This is an optimization exercise on Yosys and OpenROAD, whose aim is small area, a short achievable clock period and few clock cycles, not a production implementation.
The RTL was checked by simulation tests, not by an equivalence proof against the original design.
Power is estimated from default activity; no workload was simulated.

==> flow/design.v (outline; a module is shown in full before it is edited, if it fits) <==
// module fpu_fma: 261 lines
// module fpu_mul: 1691 lines
// module fpu_cmp: 49 lines
// module fpu_f2i: 35 lines
// module sillar_fpu: 73 lines
module sillar_fpu (
    input  wire        clk,
    input  wire        rst,
    input  wire        in_valid,
    output wire        in_ready,
    input  wire [5:0]  in_op,
    input  wire [1:0]  in_rm,
    input  wire [31:0] in_a,
    input  wire [31:0] in_b,
    input  wire [31:0] in_c,
    output reg         out_valid,
    output reg  [31:0] out_res,
    output reg  [4:0]  out_flags
);
  // ...
==> flow/run.sh <==
#!/bin/bash
# synth_recipe.tcl (not shown) runs the flow's synth.tcl, then flattens the netlist and writes it again
# the make line also repeats each setting of config.mk as NAME=value (left out here)
make -C /OpenROAD-flow-scripts/flow DESIGN_CONFIG=/design/flow/config.mk WORK_HOME=/design/flow/orfs CLKGATE_MAP_FILE= SYNTH_SCRIPT=/design/flow/synth_recipe.tcl finish
==> flow/config.mk <==
export PLATFORM = sky130hd
export DESIGN_NAME = sillar_fpu
export DESIGN_NICKNAME = sillar_fpu
export VERILOG_FILES = /design/flow/design.v
export SDC_FILE = /design/flow/constraint.sdc
export NUM_CORES = 4
export LEC_CHECK = 0
export CAP_MARGIN = 20
export CORE_MARGIN = 2
export CORE_UTILIZATION = 40
export SLEW_MARGIN = 20
==> flow/constraint.sdc <==
create_clock -name core_clock -period 22.0 [get_ports {clk}]
set_input_delay 4.4000 -clock core_clock [delete_from_list [all_inputs] [get_ports {clk}]]
set_output_delay 4.4000 -clock core_clock [all_outputs]
set_load 0.01 [all_outputs]
==> metrics.cfg, run 1 <==
[global_route]
grt_max_degree = 70
grtUsageTotal_pct = 30.5
grt_util_met3_pct = 7.92
grt_pass1_vias = 40400

[final_layout]
seqCellArea_mm2 = 0.00967
nFlopsAndLatches = 483
multi_input_area_share_pct = 65.8
largest_cell_class = multi-input gates
fin_cells = 6702
reg.largest.list = u_fma.q_mag (76), u_fma.r_usn (75), u_fma.r_ucn (47)
buf_share_pct = 4.59

[sta]
hold_viol = 0
hold_ws_ns = 0.315
setup_viol = 0
finalCritPeriodShare_pct = 31.6

[critical_path]
crit_cells = 19
critPathLaunchType = register
path_class = reg2reg
r2r_cells = 19
cp-startpoint = ex0[1]$_SDFF_PP1_

[yosys]
synth_cell_types = 99
ys.flop_type = dfxtp_1
synth_nets = 6035
async_flop_share_pct = 0
yosys-top-cells-count = 888 x nand2_1, 543 x fa_1, 483 x dfxtp_1
syn_area_mm2 = 0.0448
synth-seq-cells = 483

[cts]
post_cts_buffers = 0

[drt]
drtIter0Drc = 5308
drc = 0
viasPerCell = 6.13

[power_and_ir_drop]
combPwrFrac_pct = 56.7
power_density_mw_per_mm2 = 112
power_switching_mw = 2.72

[status]
status = complete, no violations

[floorplanning]
die_area_mm2 = 0.115
num_rows = 122

[min_path]
min_to = u_fma.w_infs$_DFF_P_

[place]
gp_congestion = 1.04
hpwl_um = 134000

Testbench counts, summed over its fixed seeds: cycles 48,040.
==> module fpu_fma, before the edit <==
module fpu_fma (
    input  wire        clk,
    input  wire [5:0]  op,
    input  wire [1:0]  rm,
    input  wire        is_i2f,
    input  wire        is_f2i,
    input  wire [31:0] x,
    input  wire [31:0] y,
    input  wire [31:0] c,
    input  wire [7:0]  ex,       
    input  wire [7:0]  ey,
    input  wire [7:0]  ez,
    input  wire        hx,       
    input  wire        xm,       
    input  wire        hy,
    input  wire        ym,       
    input  wire        one,      
    input  wire        hz,
    input  wire        sz,       
    input  wire        zb,       
    input  wire        zc,       
    output reg  [31:0] res,
    output reg  [4:0]  flags
);
    localparam QNAN = 32'h7FC0_0000;
    wire is_mul  = (op == 6'h02);
    wire is_msub = (op == 6'h04);
    wire use_cmp = op[4] | (op[3:0] == 4'h7) | (op[3:0] == 4'h8);
    wire use_abs = ~op[4] & (op[3:0] == 4'h9);
    wire use_neg = ~op[4] & (op[3:0] == 4'hA);
    wire misc    = use_cmp | use_abs | use_neg;
    wire [31:0] cmp_res;
    wire [4:0]  cmp_flags;
    fpu_cmp u_cmp (.op(op), .a(x), .b(y), .res(cmp_res), .flags(cmp_flags));
    wire [31:0] misc_res   = use_cmp ? cmp_res : {use_neg & ~x[31], x[30:0]};
    wire [4:0]  misc_flags = use_cmp ? cmp_flags : 5'd0;
    wire [22:0] zf = zb ? y[22:0] : zc ? c[22:0] : x[22:0];
    wire zero_x = ~hx, zero_y = ~hy;
    wire fx = &x[30:23], fy = &y[30:23] & ~one, fz = &ez;
    wire mx0 = (x[22:0] == 23'd0), my0 = (y[22:0] == 23'd0), mz0 = (zf == 23'd0);
    wire inf_x = fx & mx0, inf_y = fy & my0, inf_z = fz & mz0;
    wire nan_x = fx & ~mx0, nan_y = fy & ~my0, nan_z = fz & ~mz0;
    wire snan_any = (nan_x & ~x[22]) | (nan_y & ~y[22]) | (nan_z & ~zf[22]);
    wire nan_any  = nan_x | nan_y | nan_z;
    wire sp_fp     = x[31] ^ (y[31] & ~one) ^ is_msub;
    wire p_inf     = inf_x | inf_y;
    wire p_invalid = (inf_x & zero_y) | (inf_y & zero_x);
    wire inf_inf   = p_inf & inf_z & (sp_fp != sz);
    wire sp     = sp_fp;
    wire p_zero = (zero_x | zero_y) & ~is_f2i;
    wire c_zero = ~hz & ~is_i2f;
    wire spec_nan  = ~is_i2f & (nan_any | p_invalid | inf_inf);
    wire spec_inv  = ~is_i2f & (snan_any | (~nan_any & (p_invalid | inf_inf)));
    wire spec_inf  = ~is_i2f & (p_inf | inf_z);
    wire spec_infs = p_inf ? sp_fp : sz;
    wire zsign = is_mul ? sp :
                 is_i2f ? 1'b0 :
                 (p_zero & c_zero & (sp == sz)) ? sp : (rm == 2'd1);
    wire f2i_nan = nan_z;
    wire f2i_big = (ez > 8'd158) | ((ez == 8'd158) & (~x[31] | ~mz0));
    wire [23:0] mx = {hx, x[22:0] & {23{xm}}};
    wire [23:0] my = {hy, y[22:0] & {23{ym}}};
    wire [47:0] psn, pcn;
    fpu_mul u_mul (.x(mx), .y(my), .sn(psn), .cn(pcn));
    wire [8:0] epp = {1'b0, ex} + {1'b0, ey};
    wire signed [10:0] ep = $signed({2'b0, epp}) - 11'sd100;
    wire signed [10:0] sh_raw = ep - $signed({3'b0, ez});
    wire big_c = ~c_zero & (p_zero | sh_raw[10]);
    wire over  = ~sh_raw[10] & (sh_raw[9:0] > 10'd75);
    wire signed [10:0] e74 = big_c ? $signed({3'b0, ez}) : ep;
    wire [31:0] mz = is_i2f ? x : {hz, zf & {23{hz}}, 8'd0};
    wire [106:0] ext = {mz, 75'd0} >> sh_raw[6:0];
    wire [74:0] al = big_c ? {mz, 43'd0} :
                     over  ? {74'd0, hz} :
                     {ext[106:33], |ext[32:0]};
    wire eff_sub = sp ^ sz;
    wire [74:0] alx = al ^ {75{eff_sub}};
    wire [74:0] aln1 = ~(misc ? {38'd0, misc_flags, misc_res} : alx);
    wire [48:0] tn_b1 = {1'b1, psn};
    wire [48:0] tn_c1 = {1'b1, pcn};
    wire [48:0] un_s1 = aln1[49:1] ^ tn_b1 ^ tn_c1;
    wire [47:0] un_c1 = (aln1[48:1] & psn) | (pcn & (aln1[48:1] ^ psn));
    reg [74:0] r_usn;        
    reg [49:2] r_ucn;        
    reg        r_sub;
    reg signed [10:0] r_e74;
    reg        r_sp, r_zsign, r_nan, r_inv, r_inf, r_infs, r_misc, r_f2i, r_fnan, r_fbig;
    reg [1:0]  r_rm;
    always @(posedge clk) begin
        r_usn   <= {aln1[74:50], un_s1, aln1[0]};
        r_ucn   <= un_c1;
        r_sub   <= eff_sub;
        r_e74   <= e74;
        r_sp    <= sp;
        r_zsign <= zsign;
        r_nan   <= spec_nan;
        r_inv   <= spec_inv;
        r_inf   <= spec_inf;
        r_infs  <= spec_infs;
        r_rm    <= rm;
        r_misc  <= misc;
        r_f2i   <= is_f2i;
        r_fnan  <= f2i_nan;
        r_fbig  <= f2i_big;
    end
    wire [74:0] r_al = ~r_usn;
    wire [76:0] un_s = {~r_sub, ~r_sub, r_usn[74:2], r_f2i ? 2'd0 : r_usn[1:0]};
    wire [76:0] un_c = {{27{1'b1}}, r_ucn, 2'b11};
    wire [76:0] hp = un_s ^ un_c;
    reg  [76:0] gg, pp, gn, pn;
    integer l, k;
    always @(*) begin
        gg = ~(un_s | un_c);
        pp = hp;
        for (l = 0; l < 7; l = l + 1) begin
            gn = gg;
            pn = pp;
            for (k = 0; k < 77; k = k + 1)
                if (k[l]) begin
                    gn[k] = gg[k] | (pp[k] & gg[((k >> l) << l) - 1]);
                    pn[k] = pp[k] & pp[((k >> l) << l) - 1];
                end
            gg = gn;
            pp = pn;
        end
    end
    wire [76:0] sum0 = hp ^ {gg[75:0], 1'b0};
    wire [76:0] sum1 = hp ^ {gg[75:0] | pp[75:0], 1'b1};
    wire        neg = r_sub & sum1[76];
    wire [75:0] mag = ~r_sub ? sum0[75:0] : (neg ? ~sum0[75:0] : sum1[75:0]);
    wire [31:0] f2i_res;
    wire [4:0]  f2i_flags;
    fpu_f2i u_f2i (.rm(r_rm), .s(r_sub), .al(r_al[2:0]), .q0(sum0[33:2]), .q1(sum1[33:2]),
                   .nan(r_fnan), .big(r_fbig), .res(f2i_res), .flags(f2i_flags));
    reg [75:0] q_mag;
    reg signed [10:0] q_e74;
    reg        q_rsign, q_zsign, q_nan, q_inv, q_inf, q_infs, q_misc;
    reg [1:0]  q_rm;
    reg [4:0]  q_mflags;
    always @(posedge clk) begin
        q_mag    <= r_misc ? {r_al[31:0], 44'd0} : r_f2i ? {f2i_res, 44'd0} : mag;
        q_mflags <= r_misc ? r_al[36:32] : f2i_flags;
        q_e74    <= r_e74;
        q_rsign  <= r_sp ^ neg;
        q_zsign  <= r_zsign;
        q_nan    <= r_nan;
        q_inv    <= r_inv;
        q_inf    <= r_inf;
        q_infs   <= r_infs;
        q_rm     <= r_rm;
        q_misc   <= r_misc | r_f2i;
    end
    wire [79:0]  mp  = {q_mag, 4'd0};
    wire [109:0] mpx = {q_mag, 34'd0};
    reg  [9:0]  gnz;
    reg  [2:0]  glz [0:9];
    integer g, j;
    always @(*) begin
        for (g = 0; g < 10; g = g + 1) begin
            gnz[g] = |mp[79 - 8*g -: 8];
            glz[g] = 3'd7;
            for (j = 0; j < 8; j = j + 1)
                if (mp[72 - 8*g + j]) glz[g] = 3'd7 - j[2:0];
        end
    end
    reg [9:0] gsel;
    reg       seen;
    always @(*) begin
        seen = q_misc;
        gsel = {9'd0, q_misc};
        for (g = 0; g < 10; g = g + 1) begin
            if (!seen && gnz[g]) gsel[g] = 1'b1;
            seen = seen | gnz[g];
        end
    end
    wire mzero = ~|gnz;
    reg [3:0] lz_hi;
    reg [2:0] lz_lo;
    reg [33:0] cf;
    always @(*) begin
        lz_hi = 4'd0;
        lz_lo = 3'd0;
        cf = 34'd0;
        for (g = 0; g < 10; g = g + 1)
            if (gsel[g]) begin
                lz_hi = lz_hi | g[3:0];
                lz_lo = lz_lo | (q_misc ? 3'd0 : glz[g]);
                cf = cf | mpx[109 - 8*g -: 34];
            end
    end
    wire [5:0] blk = {|q_mag[1:0], |q_mag[9:2], |q_mag[17:10], |q_mag[25:18],
                      |q_mag[33:26], |q_mag[41:34]};
    wire [5:0] blk_suf = {blk[5], |blk[5:4], |blk[5:3], |blk[5:2], |blk[5:1], |blk[5:0]};
    wire stc = |(gsel[5:0] & blk_suf);
    wire [6:0] lz = {lz_hi, lz_lo};
    wire [33:0] n3 = cf << lz_lo;
    reg [31:0] w_n;
    reg        w_stc;
    reg signed [10:0] w_e75;
    reg [6:0]  w_lz;
    reg        w_rsign, w_zsign, w_nan, w_inv, w_inf, w_infs, w_misc, w_mzero;
    reg [1:0]  w_rm;
    reg [4:0]  w_mflags;
    always @(posedge clk) begin
        w_n      <= n3[33:2];
        w_stc    <= stc | (|n3[1:0]);
        w_e75    <= q_e74 + 11'sd1;
        w_lz     <= lz;
        w_rsign  <= q_rsign;
        w_zsign  <= q_zsign;
        w_nan    <= q_nan;
        w_inv    <= q_inv;
        w_inf    <= q_inf;
        w_infs   <= q_infs;
        w_misc   <= q_misc;
        w_mzero  <= mzero;
        w_rm     <= q_rm;
        w_mflags <= q_mflags;
    end
    wire signed [10:0] e_lead  = w_e75 - $signed({4'd0, w_lz});
    wire signed [10:0] e_lead1 = w_e75 + 11'sd1 - $signed({4'd0, w_lz});
    wire tiny = (e_lead < 11'sd1);
    wire [23:0] mant  = w_n[31:8];
    wire        guard = w_n[7];
    wire        stick = (|w_n[6:0]) | w_stc;
    wire        inexact = guard | stick;
    reg         round_up;
    always @(*) begin
        case (w_rm)
            2'd0:    round_up = guard & (stick | mant[0]);
            2'd1:    round_up = w_rsign & inexact;
            2'd2:    round_up = 1'b0;
            default: round_up = ~w_rsign & inexact;
        endcase
    end
    wire [24:0] mant_inc = {1'b0, mant} + 25'd1;
    wire        carry    = round_up & (&mant);
    wire [22:0] frac_r   = round_up ? mant_inc[22:0] : mant[22:0];
    wire signed [10:0] e_fin = carry ? e_lead1 : e_lead;
    wire overflow = carry ? (e_lead1 > 11'sd254) : (e_lead > 11'sd254);
    wire ovf_to_inf = (w_rm == 2'd0) || (w_rm == 2'd1 && w_rsign) || (w_rm == 2'd3 && !w_rsign);
    always @(*) begin
        if (w_misc) begin
            res = w_n; flags = w_mflags;
        end else if (w_nan) begin
            res = QNAN; flags = {4'd0, w_inv};
        end else if (w_inf) begin
            res = {w_infs, 8'hFF, 23'd0}; flags = 5'd0;
        end else if (w_mzero) begin
            res = {w_zsign, 31'd0}; flags = 5'd0;
        end else if (tiny) begin
            res = {w_rsign, 31'd0}; flags = 5'h18;
        end else if (overflow) begin
            res = ovf_to_inf ? {w_rsign, 8'hFF, 23'd0} : {w_rsign, 8'hFE, 23'h7F_FFFF};
            flags = 5'h14;
        end else begin
            res = {w_rsign, e_fin[7:0], frac_r};
            flags = {inexact, 4'd0};
        end
    end
endmodule
==> module fpu_cmp, before the edit <==
module fpu_cmp (
    input  wire [5:0]  op,
    input  wire [31:0] a,
    input  wire [31:0] b,
    output reg  [31:0] res,
    output reg  [4:0]  flags
);
    localparam QNAN = 32'h7FC0_0000;
    wire ffa = &a[30:23], ffb = &b[30:23];
    wire nan_a  = ffa & (a[22:0] != 23'd0);
    wire nan_b  = ffb & (b[22:0] != 23'd0);
    wire snan_a = nan_a & ~a[22];
    wire snan_b = nan_b & ~b[22];
    wire za = (a[30:23] == 8'd0), zb = (b[30:23] == 8'd0);
    wire [30:0] ma = za ? 31'd0 : a[30:0];
    wire [30:0] mb = zb ? 31'd0 : b[30:0];
    wire sa = a[31], sb = b[31];
    wire m_lt = (ma < mb);
    wire m_eq = (ma == mb);
    wire both_zero = za & zb;
    wire k_eq = (sa == sb) & m_eq;
    wire k_lt = (sa & ~sb) | (~sa & ~sb & m_lt) | (sa & sb & ~m_lt & ~m_eq);
    wire v_eq = k_eq | both_zero;
    wire v_lt = k_lt & ~both_zero;
    wire is_min = ~op[4] & ~op[3];      
    wire sel_a  = is_min ? (k_lt | k_eq) : ~k_lt;
    wire [31:0] fa = {sa, ma}, fb = {sb, mb};
    always @(*) begin
        res = 32'd0;
        flags = 5'd0;
        if (~op[4]) begin               
            flags[0] = snan_a | snan_b;
            if (nan_a & nan_b)
                res = QNAN;
            else if (nan_a)
                res = fb;
            else if (nan_b)
                res = fa;
            else
                res = sel_a ? fa : fb;
        end else if (op[1:0] == 2'd0) begin    
            flags[0] = snan_a | snan_b;
            res[0] = ~nan_a & ~nan_b & v_eq;
        end else begin                  
            flags[0] = nan_a | nan_b;
            res[0] = ~nan_a & ~nan_b & (v_lt | (op[1] & v_eq));
        end
    end
endmodule
==> module sillar_fpu, before the edit <==
module sillar_fpu (
    input  wire        clk,
    input  wire        rst,
    input  wire        in_valid,
    output wire        in_ready,
    input  wire [5:0]  in_op,
    input  wire [1:0]  in_rm,
    input  wire [31:0] in_a,
    input  wire [31:0] in_b,
    input  wire [31:0] in_c,
    output reg         out_valid,
    output reg  [31:0] out_res,
    output reg  [4:0]  out_flags
);
    assign in_ready = 1'b1;
    wire [5:0] o = in_op;
    wire d_as  = ~o[4] & ~o[3] & ~o[2] & ~o[1];           
    wire d_fma = ~o[4] & ~o[3] & (o[2] | (o[1] & o[0]));   
    wire d_i2f = o[3] & o[1] & o[0];
    wire d_f2i = o[3] & o[2];
    wire d_one = d_as | d_i2f | d_f2i;
    wire d_prd = ~o[4] & ~o[3] & ~(o[2] & (o[1] | o[0]));   
    wire za = (in_a[30:23] == 8'd0);
    wire zb = (in_b[30:23] == 8'd0);
    wire zc = (in_c[30:23] == 8'd0);
    reg        v0;
    reg [5:0]  op0;
    reg [1:0]  rm0;
    reg [31:0] x0, y0, c0;
    reg [7:0]  ex0, ey0, ez0;
    reg        hx0, xm0, hy0, ym0, one0, hz0, sz0, zb0, zc0, i2f0, f2i0;
    always @(posedge clk) begin
        v0   <= in_valid & ~rst;
        op0  <= in_op;
        rm0  <= in_rm;
        x0   <= in_a;
        y0   <= in_b;
        c0   <= in_c;
        ex0  <= d_i2f ? 8'd159 : d_f2i ? 8'd172 : in_a[30:23];
        ey0  <= d_one ? 8'd127 : in_b[30:23];
        ez0  <= d_as ? in_b[30:23] : d_fma ? in_c[30:23] :
                d_i2f ? 8'd158 : d_f2i ? in_a[30:23] : 8'd0;
        hx0  <= d_i2f ? in_a[31] : d_prd & ~za;
        xm0  <= d_prd & ~za;
        hy0  <= d_one | ~zb;
        ym0  <= ~d_one & ~zb;
        one0 <= d_one;
        hz0  <= d_as ? ~zb : d_fma ? ~zc : d_f2i & ~za;
        sz0  <= d_as ? in_b[31] ^ o[0] : d_fma & in_c[31];
        zb0  <= d_as;
        zc0  <= d_fma;
        i2f0 <= d_i2f;
        f2i0 <= d_f2i;
    end
    wire [31:0] res4;
    wire [4:0]  flags4;
    fpu_fma u_fma (.clk(clk), .op(op0), .rm(rm0), .is_i2f(i2f0), .is_f2i(f2i0),
                   .x(x0), .y(y0), .c(c0), .ex(ex0), .ey(ey0), .ez(ez0),
                   .hx(hx0), .xm(xm0), .hy(hy0), .ym(ym0), .one(one0),
                   .hz(hz0), .sz(sz0), .zb(zb0), .zc(zc0),
                   .res(res4), .flags(flags4));
    reg v1, v2, v3;
    always @(posedge clk) begin
        v1 <= v0 & ~rst;
        v2 <= v1 & ~rst;
        v3 <= v2 & ~rst;
    end
    always @(posedge clk) begin
        out_valid <= v3 & ~rst;
        out_res   <= res4;
        out_flags <= flags4;
    end
endmodule
==> inputs of run 2 (changes only) <==
--- a/flow/design.v
+++ b/flow/design.v
@@ -13,5 +13,3 @@
     input  wire        hx,       
-    input  wire        xm,       
     input  wire        hy,
-    input  wire        ym,       
     input  wire        one,      
@@ -19,4 +17,2 @@
     input  wire        sz,       
-    input  wire        zb,       
-    input  wire        zc,       
     output reg  [31:0] res,
@@ -33,6 +29,6 @@
     wire [4:0]  cmp_flags;
-    fpu_cmp u_cmp (.op(op), .a(x), .b(y), .res(cmp_res), .flags(cmp_flags));
-    wire [31:0] misc_res   = use_cmp ? cmp_res : {use_neg & ~x[31], x[30:0]};
+    fpu_cmp u_cmp (.op(op), .a(c), .b(y), .res(cmp_res), .flags(cmp_flags));
+    wire [31:0] misc_res   = use_cmp ? cmp_res : {use_neg & ~c[31], c[30:0]};
     wire [4:0]  misc_flags = use_cmp ? cmp_flags : 5'd0;
-    wire [22:0] zf = zb ? y[22:0] : zc ? c[22:0] : x[22:0];
+    wire [22:0] zf = c[22:0];
     wire zero_x = ~hx, zero_y = ~hy;
@@ -60,4 +56,4 @@
     wire f2i_big = (ez > 8'd158) | ((ez == 8'd158) & (~x[31] | ~mz0));
-    wire [23:0] mx = {hx, x[22:0] & {23{xm}}};
-    wire [23:0] my = {hy, y[22:0] & {23{ym}}};
+    wire [23:0] mx = {hx, x[22:0]};
+    wire [23:0] my = {hy, y[22:0]};
     wire [47:0] psn, pcn;
@@ -68,5 +64,6 @@
     wire big_c = ~c_zero & (p_zero | sh_raw[10]);
-    wire over  = ~sh_raw[10] & (sh_raw[9:0] > 10'd75);
+    wire signed [10:0] sh_ov = $signed({2'b0, epp}) + $signed({3'b111, ~ez}) - 11'sd175;
+    wire over  = ~sh_ov[10];
     wire signed [10:0] e74 = big_c ? $signed({3'b0, ez}) : ep;
-    wire [31:0] mz = is_i2f ? x : {hz, zf & {23{hz}}, 8'd0};
+    wire [31:0] mz = is_i2f ? c : {hz, zf & {23{hz}}, 8'd0};
     wire [106:0] ext = {mz, 75'd0} >> sh_raw[6:0];
@@ -77,9 +74,4 @@
     wire [74:0] alx = al ^ {75{eff_sub}};
-    wire [74:0] aln1 = ~(misc ? {38'd0, misc_flags, misc_res} : alx);
-    wire [48:0] tn_b1 = {1'b1, psn};
-    wire [48:0] tn_c1 = {1'b1, pcn};
-    wire [48:0] un_s1 = aln1[49:1] ^ tn_b1 ^ tn_c1;
-    wire [47:0] un_c1 = (aln1[48:1] & psn) | (pcn & (aln1[48:1] ^ psn));
-    reg [74:0] r_usn;        
-    reg [49:2] r_ucn;        
+    reg [47:0] r_psn, r_pcn;
+    reg [74:0] r_aln;
     reg        r_sub;
@@ -89,4 +81,5 @@
     always @(posedge clk) begin
-        r_usn   <= {aln1[74:50], un_s1, aln1[0]};
-        r_ucn   <= un_c1;
+        r_psn   <= psn;
+        r_pcn   <= pcn;
+        r_aln   <= ~(misc ? {38'd0, misc_flags, misc_res} : alx);
         r_sub   <= eff_sub;
@@ -105,5 +98,8 @@
     end
-    wire [74:0] r_al = ~r_usn;
-    wire [76:0] un_s = {~r_sub, ~r_sub, r_usn[74:2], r_f2i ? 2'd0 : r_usn[1:0]};
-    wire [76:0] un_c = {{27{1'b1}}, r_ucn, 2'b11};
+    wire [74:0] r_al = ~r_aln;
+    wire [76:0] tn_a = {~r_sub, ~r_sub, r_aln[74:2], r_f2i ? 2'd0 : r_aln[1:0]};
+    wire [76:0] tn_b = {{28{1'b1}}, r_psn, 1'b1};
+    wire [76:0] tn_c = {{28{1'b1}}, r_pcn, 1'b1};
+    wire [76:0] un_s = tn_a ^ tn_b ^ tn_c;
+    wire [76:0] un_c = {(tn_a[75:0] & tn_b[75:0]) | (tn_c[75:0] & (tn_a[75:0] ^ tn_b[75:0])), 1'b1};
     wire [76:0] hp = un_s ^ un_c;
@@ -1969,5 +1965,7 @@
     wire sa = a[31], sb = b[31];
-    wire m_lt = (ma < mb);
-    wire m_eq = (ma == mb);
+    wire r_lt = (a[30:0] < b[30:0]);
+    wire r_eq = (a[30:0] == b[30:0]);
     wire both_zero = za & zb;
+    wire m_lt = za ? ~zb : ~zb & r_lt;
+    wire m_eq = both_zero | (~za & ~zb & r_eq);
     wire k_eq = (sa == sb) & m_eq;
@@ -2057,3 +2055,3 @@
     wire d_one = d_as | d_i2f | d_f2i;
-    wire d_prd = ~o[4] & ~o[3] & ~(o[2] & (o[1] | o[0]));   
+    wire d_ca  = o[4] | o[3] | (o[2] & o[1] & o[0]);     
     wire za = (in_a[30:23] == 8'd0);
@@ -2066,3 +2064,3 @@
     reg [7:0]  ex0, ey0, ez0;
-    reg        hx0, xm0, hy0, ym0, one0, hz0, sz0, zb0, zc0, i2f0, f2i0;
+    reg        hx0, hy0, one0, hz0, sz0, i2f0, f2i0;
     always @(posedge clk) begin
@@ -2071,5 +2069,5 @@
         rm0  <= in_rm;
-        x0   <= in_a;
-        y0   <= in_b;
-        c0   <= in_c;
+        x0   <= {in_a[31:23], in_a[22:0] & {23{~o[3] & ~za}}};
+        y0   <= {in_b[31:23], in_b[22:0] & {23{~d_one & ~zb}}};
+        c0   <= d_as ? in_b : d_ca ? in_a : in_c;
         ex0  <= d_i2f ? 8'd159 : d_f2i ? 8'd172 : in_a[30:23];
@@ -2078,6 +2076,4 @@
                 d_i2f ? 8'd158 : d_f2i ? in_a[30:23] : 8'd0;
-        hx0  <= d_i2f ? in_a[31] : d_prd & ~za;
-        xm0  <= d_prd & ~za;
+        hx0  <= d_i2f ? in_a[31] : ~d_f2i & ~za;
         hy0  <= d_one | ~zb;
-        ym0  <= ~d_one & ~zb;
         one0 <= d_one;
@@ -2085,4 +2081,2 @@
         sz0  <= d_as ? in_b[31] ^ o[0] : d_fma & in_c[31];
-        zb0  <= d_as;
-        zc0  <= d_fma;
         i2f0 <= d_i2f;
@@ -2094,4 +2088,4 @@
                    .x(x0), .y(y0), .c(c0), .ex(ex0), .ey(ey0), .ez(ez0),
-                   .hx(hx0), .xm(xm0), .hy(hy0), .ym(ym0), .one(one0),
-                   .hz(hz0), .sz(sz0), .zb(zb0), .zc(zc0),
+                   .hx(hx0), .hy(hy0), .one(one0),
+                   .hz(hz0), .sz(sz0),
                    .res(res4), .flags(flags4));
==> flow/flow/run.sh (new file) <==
#!/bin/bash
# The standard layout (standard.sh, unchanged), except that the port
# buffers that global placement inserts on every input and output are
# sky130_fd_sc_hd__buf_4 rather than the default pick, a slow delay cell.
# ORFS writes each tool's log under orfs/logs; make's own output goes to
# standard.log here.
set -euo pipefail
cd "$(dirname "$0")/.."
export BUFFER_PORTS_ARGS="-buffer_cell sky130_fd_sc_hd__buf_4"
bash standard.sh > standard.log 2>&1
==> flow/standard.sh (new file) <==
#!/bin/bash
# synth_recipe.tcl (not shown) runs the flow's synth.tcl, then flattens the netlist and writes it again
# the make line also repeats each setting of config.mk as NAME=value (left out here)
make -C /OpenROAD-flow-scripts/flow DESIGN_CONFIG=/design/flow/config.mk WORK_HOME=/design/flow/orfs CLKGATE_MAP_FILE= SYNTH_SCRIPT=/design/flow/synth_recipe.tcl "${@:-finish}"
removed: flow/run.sh
==> run 2 against run 1 <==
Design area rose by 8.5%. Still clean. First-iteration DRC count fell by 16%. Synthesized area rose by 9.3%. Largest cell class unchanged. Maximum frequency rose by 21%. Count of clock-buffer cells in the layout rose by 2. Non-clock buffer count fell by 14. Die area rose by 9.2%.
==> metrics.cfg, run 2 <==
[critical_path]
critPathLaunchType = input port  ; was register
end_kind = register  ; unchanged
path_class = in2reg  ; was reg2reg
crit_required_ns = 22.59  ; was 22.51 ns
path_max_fanout = 23  ; was 31
critPathArrivalTime_ns = 6.32  ; was 7.45 ns
r2r_cells = 15  ; was 19

[yosys]
synth_most_common_cell = and2_1  ; was nand2_1
avgSynthCellArea_um2 = 8.85  ; was 8.56 um^2
synth_top_area_cell = fa_1  ; unchanged
netlist.area_leader.share_pct = 22.3  ; was 24.3%
synth_cells = 5527  ; was 5231
synth_cell_types = 109  ; was 99
async_flop_share_pct = 0  ; unchanged
synth_edf_count = 0  ; unchanged
yosys-top-cells-count = 637 x and2_1, 544 x fa_1, 534 x dfxtp_1  ; was 888 x nand2_1, 543 x fa_1, 483 x dfxtp_1
synth-seq-area-share_pct = 21.9  ; was 21.6%
synth-seq-cells = 534  ; was 483
synth_nets = 6340  ; was 6035
syn_area_mm2 = 0.0489  ; was 0.0448 mm^2
synth_warnings = 5  ; unchanged
synth_area_leaders = fa_1 22%, dfxtp_1 22%, and2_1 8.1%, mux2i_1 4.2%, ha_1 4.1%  ; was fa_1 24%, dfxtp_1 22%, nand2_1 7.4%, ha_1 4.3%, nor2_1 3.4%
ys.flop_type = dfxtp_1  ; unchanged

[cts]
clk_path_buf_depth = 3  ; unchanged
holdBufCountCts = 0  ; unchanged
cts_htree_levels = 2  ; unchanged
numClockSinks = 534  ; was 483
cts-resized-gates = 0  ; unchanged
cts_tree = done  ; unchanged
cts_buffers = 58  ; was 52
path_clk_slew_ns = 0.06  ; was 0.07 ns
cts_root_buffer = clkbuf_16  ; unchanged
clock_latency_ns = 0.70  ; was 0.67 ns
post_cts_buffers = 0  ; unchanged

[final_layout]
top_register = u_fma.q_mag  ; unchanged
n_fill_cell = 11900  ; was 11000
seqCellArea_mm2 = 0.0107  ; was 0.00967 mm^2
drive_gt1_share_pct = 8.53  ; was 5.76%
largest_reg_flops = 76  ; unchanged
final_cell_area_mm2 = 0.0536  ; was 0.0494 mm^2
reg.largest.list = u_fma.q_mag (76), u_fma.r_aln (75), u_fma.r_psn (47)  ; was u_fma.q_mag (76), u_fma.r_usn (75), u_fma.r_ucn (47)
synthToLayoutAreaGrowth_pct = 9.69  ; was 10.5%
final_cell_mix = 638 x and2_1, 544 x fa_1, 521 x dfxtp_1  ; was 887 x nand2_1, 543 x fa_1, 479 x dfxtp_1
layout_commonest_cell = and2_1  ; was nand2_1
nNetsFinal = 6298  ; was 5973
multi_input_area_mm2 = 0.0351  ; was 0.0325 mm^2

[drt]
via_count = 42300  ; was 41100
drt-pass1-iter-count = 11  ; was 7
viasPerCell = 5.91  ; was 6.13
drtIter0Drc = 4479  ; was 5308
routedWlPerCell_um = 25.9  ; was 26.7 um
ant_nets = 0  ; unchanged
drc = 0  ; unchanged
drt_wl_total_um = 185000  ; was 179000 um

[global_route]
grt_overflow_total = 0  ; unchanged
grt_pass1_vias = 42200  ; was 40400
grt_pass1_wl_um = 274000  ; was 265000 um
antenna_found_initial = 8  ; was 3
grt_max_degree = 96  ; was 70
grtUsageTotal_pct = 29.0  ; was 30.5%

[min_path]
hold_class = reg2reg  ; unchanged
min_path_cells = 0  ; unchanged

[floorplanning]
die_area_mm2 = 0.125  ; was 0.115 mm^2
coreArea_mm2 = 0.122  ; was 0.111 mm^2
num_rows = 128  ; was 122
num_io_pins = 146  ; unchanged
start_util_pct = 40.2  ; was 40.4%
die_h_um = 354  ; was 338 um
die_w_um = 354  ; was 338 um

[sta]
fin_crit_ns = 5.73  ; was 6.94 ns
worst_pin_slew_ns = 1.18  ; was 1.26 ns
slew_headroom_pct = 20.4  ; was 16.2%
hold_viol = 0  ; unchanged
rsz0062_at_grt = no  ; unchanged
setup_viol = 0  ; unchanged
finalCritPeriodShare_pct = 26.1  ; was 31.6%
setup-tns-final_ns = 0  ; unchanged
hold_ws_ns = 0.324  ; was 0.315 ns
clock_skew_ns = 0.0470  ; was 0.0483 ns
fmax_mhz = 174  ; was 144 MHz
slew_violations = 0  ; unchanged

[power_and_ir_drop]
internal-power_mw = 3.49  ; was 2.81 mW
pwr-share-clk_pct = 14.9  ; was 17.5%
power_mw = 7.09  ; was 5.53 mW
irDropWorstVdd_uv = 86.6  ; was 96.1 uV
power_switching_mw = 3.60  ; was 2.72 mW
pwr-share-seq_pct = 22.2  ; was 25.8%
power_density_mw_per_mm2 = 132  ; was 112 mW/mm^2
switching_share_pct = 50.8  ; was 49.2%
cellLeakagePower_nw = 23.0  ; was 16.7 nW
combPwrFrac_pct = 62.9  ; was 56.7%

[place]
gp_congestion = 0.994  ; was 1.04
dpl_cell_area_mm2 = 0.0515  ; was 0.0475 mm^2
portBuffers = 144  ; unchanged
hpwl_um = 138000  ; was 134000 um

[flow_run]
cap_viol_max_count = 0  ; unchanged

[status]
status = complete, no violations  ; unchanged

## run 2: worst paths after layout
kind                             startpoint                    endpoint  slack [ns]
setup reg to reg     u_fma.r_aln[2]$_DFF_P_  u_fma.q_mag[39]$_SDFF_PP0_       16.32
setup / recovery                   in_op[0]              y0[11]$_DFF_P_       16.27
hold / removal    u_fma.r_e74[8]$_SDFF_PP0_      u_fma.q_e74[8]$_DFF_P_        0.32
hold reg to reg   u_fma.r_e74[8]$_SDFF_PP0_      u_fma.q_e74[8]$_DFF_P_        0.32
## run 2: layer usage
layer	vias to the layer above	share of wire (%)	global-route usage, %
met1	21000	42	39.4
met5	-	0.0086	0
met2	2168	44	45.3
met4	2	4.5	11.7
met3	430	8.9	5.60
li1	18700	-	-
## run 2: per-stage QoR
| stage | utilization (%) | setup slack [ns] | std cells |
|---|---|---|---|
| after floorplan | - | 16.03 | 5527 |
| after global placement | 42.4 | 15.37 | 7049 |
| after detailed placement | 42.4 | 15.33 | 7050 |
| after CTS | 44.1 | 16.01 | 7158 |
| after global routing | 44.1 | 15.99 | 7158 |
| final | 44.1 | 16.27 | 7162 |
## run 2: logic make-up (layout without fill, tap and decap cells)
| family | Yosys count | count (layout) | share of synthesized area, % |
|---|---|---|---|
| AND/OR/NAND/NOR | 1917 | 1917 | 20.6 |
| buffers and inverters | 839 | 845 | 6.69 |
| XOR/XNOR | 182 | 182 | 3.27 |
| multiplexers | 250 | 250 | 5.75 |
| AO/OA/AOI/OAI | 1098 | 1098 | 15.4 |
| flip-flops | 534 | 534 | 21.9 |
| adder cells (fa/ha/maj) | 706 | 706 | 26.4 |
| other | 1 | 5 | 0.00767 |
## run 2: area by class of cell
class	count	area share, %
Inverter	498	3.48
Clock buffer	69	2.89
Timing Repair Buffer	239	3.36
Tap cell	1625	3.79
Sequential cell	534	20.0
Clock inverter	39	0.989
Antenna cell	4	0.0187
Multi-Input combinational cell	4154	65.5
## run 2: worst max-delay path: stages
cell      delay [ns]
buf_4           0.14
a21oi_1         0.20
nand2b_1        0.26
and2_1          0.37
inv_1           0.12
nor2_2          0.59
and2_1          0.23
## run 2: power by group through the flow
stage	Clock (mW)	Sequential, mW	Combinational [mW]
6_report	1.06	1.58	4.45
5_1_grt	1.11	1.59	4.82
4_1_cts	1.08	1.56	4.37
3_5_place_dp	0	1.58	4.34
3_3_place_gp	0	1.58	4.35
2_1_floorplan	0	1.42	2.97
Testbench counts of run 2, summed over its fixed seeds: cycles 48,040.
==> inputs of run 3 (changes only) <==
--- a/flow/config.mk
+++ b/flow/config.mk
@@ -7,5 +7,5 @@
 export LEC_CHECK = 0
-export CAP_MARGIN = 20
+export CAP_MARGIN = 50
 export CORE_MARGIN = 2
 export CORE_UTILIZATION = 40
-export SLEW_MARGIN = 20
+export SLEW_MARGIN = 70
==> run 3 against run 2 <==
Clock power about the same. Global-route usage up 0.23 points. Sequential power about the same. Core utilization up 1.7 points. Non-clock buffer count up 70. Register-to-register slack better by 0.19 ns. Final cell count up 0.94%. Power up 3.5%. Sequential cell count unchanged. First-iteration DRC count up 0.60%. Critical endpoint is now out_valid. Largest cell class unchanged.
==> metrics.cfg, run 3 <==
[global_route]
grt_pass1_vias = 42500  ; was 42200
grt_max_degree = 68  ; was 96
grtUsageTotal_pct = 29.2  ; was 29.0%
grt_pass1_wl_um = 276000  ; was 274000 um
grt_overflow_total = 0  ; unchanged
antenna_found_initial = 13  ; was 8

[cts]
path_clk_slew_ns = 0.06  ; about the same
numClockSinks = 534  ; unchanged
cts_tree = done  ; unchanged
clk_path_buf_depth = 3  ; unchanged
cts_root_buffer = clkbuf_16  ; unchanged
cts_buffers = 57  ; was 58
holdBufCountCts = 0  ; unchanged
post_cts_buffers = 0  ; unchanged
cts-resized-gates = 0  ; unchanged
cts_htree_levels = 2  ; unchanged
clock_latency_ns = 0.69  ; was 0.70 ns

[final_layout]
nNetsFinal = 6367  ; was 6298
top_register = u_fma.q_mag  ; unchanged
n_fill_cell = 11800  ; was 11900
drive_gt1_share_pct = 13.2  ; was 8.53%
fin_cells = 7229  ; was 7162
reg.largest.list = u_fma.q_mag (76), u_fma.r_aln (75), u_fma.r_psn (47)  ; unchanged
layout_commonest_cell = and2_1  ; unchanged
largest_reg_flops = 76  ; unchanged
synthToLayoutAreaGrowth_pct = 13.8  ; was 9.69%
final_cell_mix = 635 x and2_1, 544 x fa_1, 491 x inv_1  ; was 638 x and2_1, 544 x fa_1, 521 x dfxtp_1

[drt]
via_count = 42600  ; was 42300
routedWlPerCell_um = 25.8  ; was 25.9 um
drt_wl_total_um = 187000  ; was 185000 um
drt-pass1-iter-count = 6  ; was 11
drtIter0Drc = 4506  ; was 4479
viasPerCell = 5.89  ; was 5.91
drc = 0  ; unchanged
ant_nets = 0  ; unchanged

[sta]
hold_viol = 0  ; unchanged
fin_crit_ns = 5.50  ; was 5.73 ns
rsz0062_at_grt = no  ; unchanged
worst_pin_slew_ns = 0.590  ; was 1.18 ns
clock_skew_ns = 0.0412  ; was 0.0470 ns
slew_violations = 0  ; unchanged
setup-tns-final_ns = 0  ; unchanged
slew_headroom_pct = 60.7  ; was 20.4%
finalCritPeriodShare_pct = 25.0  ; was 26.1%
setup_viol = 0  ; unchanged
fmax_mhz = 182  ; was 174 MHz

[power_and_ir_drop]
combPwrFrac_pct = 64.3  ; was 62.9%
power_mw = 7.33  ; was 7.09 mW
pwr-share-seq_pct = 21.4  ; was 22.2%
internal-power_mw = 3.62  ; was 3.49 mW
power_density_mw_per_mm2 = 132  ; about the same
cellLeakagePower_nw = 23.7  ; was 23.0 nW
irDropWorstVdd_uv = 92.3  ; was 86.6 uV
pwr-share-clk_pct = 14.3  ; was 14.9%
switching_share_pct = 50.7  ; was 50.8%
power_switching_mw = 3.71  ; was 3.60 mW

[place]
hpwl_um = 142000  ; was 138000 um
placed_cells = 7111  ; was 7050
gp_congestion = 0.994  ; unchanged
portBuffers = 144  ; unchanged

[yosys]
synth_nets = 6340  ; unchanged
synth_most_common_cell = and2_1  ; unchanged
synth_top_area_cell = fa_1  ; unchanged
synth_warnings = 5  ; unchanged
synth_edf_count = 0  ; unchanged
synth_cell_types = 109  ; unchanged
async_flop_share_pct = 0  ; unchanged
synth_cells = 5527  ; unchanged
ys.flop_type = dfxtp_1  ; unchanged
netlist.area_leader.share_pct = 22.3  ; unchanged
synth-seq-cells = 534  ; unchanged
synth-seq-area-share_pct = 21.9  ; unchanged
syn_area_mm2 = 0.0489  ; unchanged
avgSynthCellArea_um2 = 8.85  ; unchanged
synth_area_leaders = fa_1 22%, dfxtp_1 22%, and2_1 8.1%, mux2i_1 4.2%, ha_1 4.1%  ; unchanged
yosys-top-cells-count = 637 x and2_1, 544 x fa_1, 534 x dfxtp_1  ; unchanged

[critical_path]
crit_required_ns = 17.60  ; was 22.59 ns
end_kind = output port  ; was register
reg2reg_from = ex0[0]$_SDFF_PP1_  ; was u_fma.r_aln[2]$_DFF_P_
r2r_cells = 21  ; was 15
critPathArrivalTime_ns = 1.10  ; was 6.32 ns
slowest_stage = dfxtp_1  ; was nor2_2
worstPathCellList = buf_4  ; was buf_4 > a21oi_1 > nand2b_1 > and2_1 > inv_1 > nor2_2 > and2_1
cp_top_family = flip-flops  ; was simple AND/OR/NAND/NOR gates
critPathLaunchType = register  ; was input port
path_buf_inv = 1  ; was 2
path_max_fanout = 1  ; was 23
path_class = reg2out  ; was in2reg
cp_slowest_stage_delay_ns = 0.30  ; was 0.59 ns
rr_endpoint = u_fma.r_aln[26]$_DFF_P_  ; was u_fma.q_mag[39]$_SDFF_PP0_
cp-startpoint = out_valid$_DFF_P_  ; was in_op[0]
r2r_setup_slack_ns = 16.51  ; was 16.32 ns

[status]
status = complete, no violations  ; unchanged

[floorplanning]
die_w_um = 354  ; unchanged
coreArea_mm2 = 0.122  ; unchanged
start_util_pct = 40.2  ; unchanged
num_rows = 128  ; unchanged
num_io_pins = 146  ; unchanged
die_area_mm2 = 0.125  ; unchanged
die_h_um = 354  ; unchanged

[min_path]
min_to = u_fma.q_inf$_DFF_P_  ; was u_fma.q_e74[8]$_DFF_P_
hp-start = u_fma.r_inf$_DFF_P_  ; was u_fma.r_e74[8]$_SDFF_PP0_
hold_class = reg2reg  ; unchanged
min_path_cells = 0  ; unchanged

[flow_run]
cap_viol_max_count = 0  ; unchanged

## run 3: area by class of cell
type,count,area [um^2],share of cell area (%)
multi-input cells,4154,36200,65.0
flip-flops and latches,534,10800,19.4
repair buffers,309,2700,4.86
well taps,1625,2030,3.65
inverters,498,1880,3.37
clock buffers,75,1610,2.90
clock inverters,31,438,0.787
diodes,3,7.51,0.0135
## run 3: logic make-up after synthesis
kind of cell,share of synthesized area (%)
mux,5.75
simple gates,20.6
other cells,0.00767
fa+ha+maj,26.4
compound gates,15.4
xor+xnor,3.27
flops,21.9
buf+inv,6.69
## run 3: through the flow
stage / cell area (um^2) / hold WS, ns / util, % / setup WS (ns)
2_1_floorplan: 48900 / 0.310 / - / 16.03
5_1_grt: 55600 / 0.329 / 45.8 / 16.22
4_1_cts: 55200 / 0.324 / 45.4 / 16.45
3_3_place_gp: 51500 / 0.310 / 42.4 / 15.37
3_5_place_dp: 53200 / 0.312 / 43.7 / 15.81
6_report: 55700 / 0.325 / 45.8 / 16.50
## run 3: worst max-delay path by stage
stage	to	slack, ns	depth (start not counted)
global placement	y0[14]$_DFF_P_	15.37	7
detailed placement	y0[11]$_DFF_P_	15.81	7
finish	out_valid	16.50	1
floorplan	c0[28]$_DFF_P_	16.03	5
global route	u_fma.r_aln[26]$_DFF_P_	16.22	21
CTS	out_res[22]	16.45	1
## run 3: per-layer routing
metal	vias up	part of all wire (%)	track usage, %
li1	18800	-	-
met1	21100	41	39.3
met2	2188	45	45.8
met3	430	9.4	6.32
met4	4	4.3	11.4
met5	-	0.012	0
## run 3: power by group through the flow
stage	clock network, mW	registers (mW)	logic (mW)
after floorplan	0	1.42	2.97
after global placement	0	1.58	4.35
after detailed placement	0	1.58	4.55
after CTS	1.06	1.56	4.57
after global routing	1.10	1.59	5.09
final	1.05	1.57	4.71

re-timing with driven ports:
How much do the figures lean on ideal ports? The routed layouts below were timed once more, with nothing changed but the port constraints. Step 1: set_driving_cell puts a clkbuf_16 on clk and a buf_2 on each other input, an assumption about the parent block. Step 2 adds t to the input delays and takes it off the output delays; t is the mean of the earliest and latest rising clock arrival at the registers after step 1. Input paths then give back, and output paths get back, about the clock's delay inside the block. Three values: no drivers, after step 1, after step 2; two values: the first two.
| run | t (ns) | setup WS [ns] | worst data-port slew with drivers (ns) |
|---|---|---|---|
| run 1 | 0.720 | 15.056 / 15.056 / 15.056 | 0.05 |
| run 2 | 0.742 | 16.266 / 16.318 / 15.575 | 0.07 |
| run 3 | 0.741 | 16.497 / 16.423 / 15.849 | 0.06 |
After both steps setup and hold are still met in every run listed. The setup slack of run 2, which loses most, moves by +0.052 ns with the drivers and by -0.691 ns with both steps.
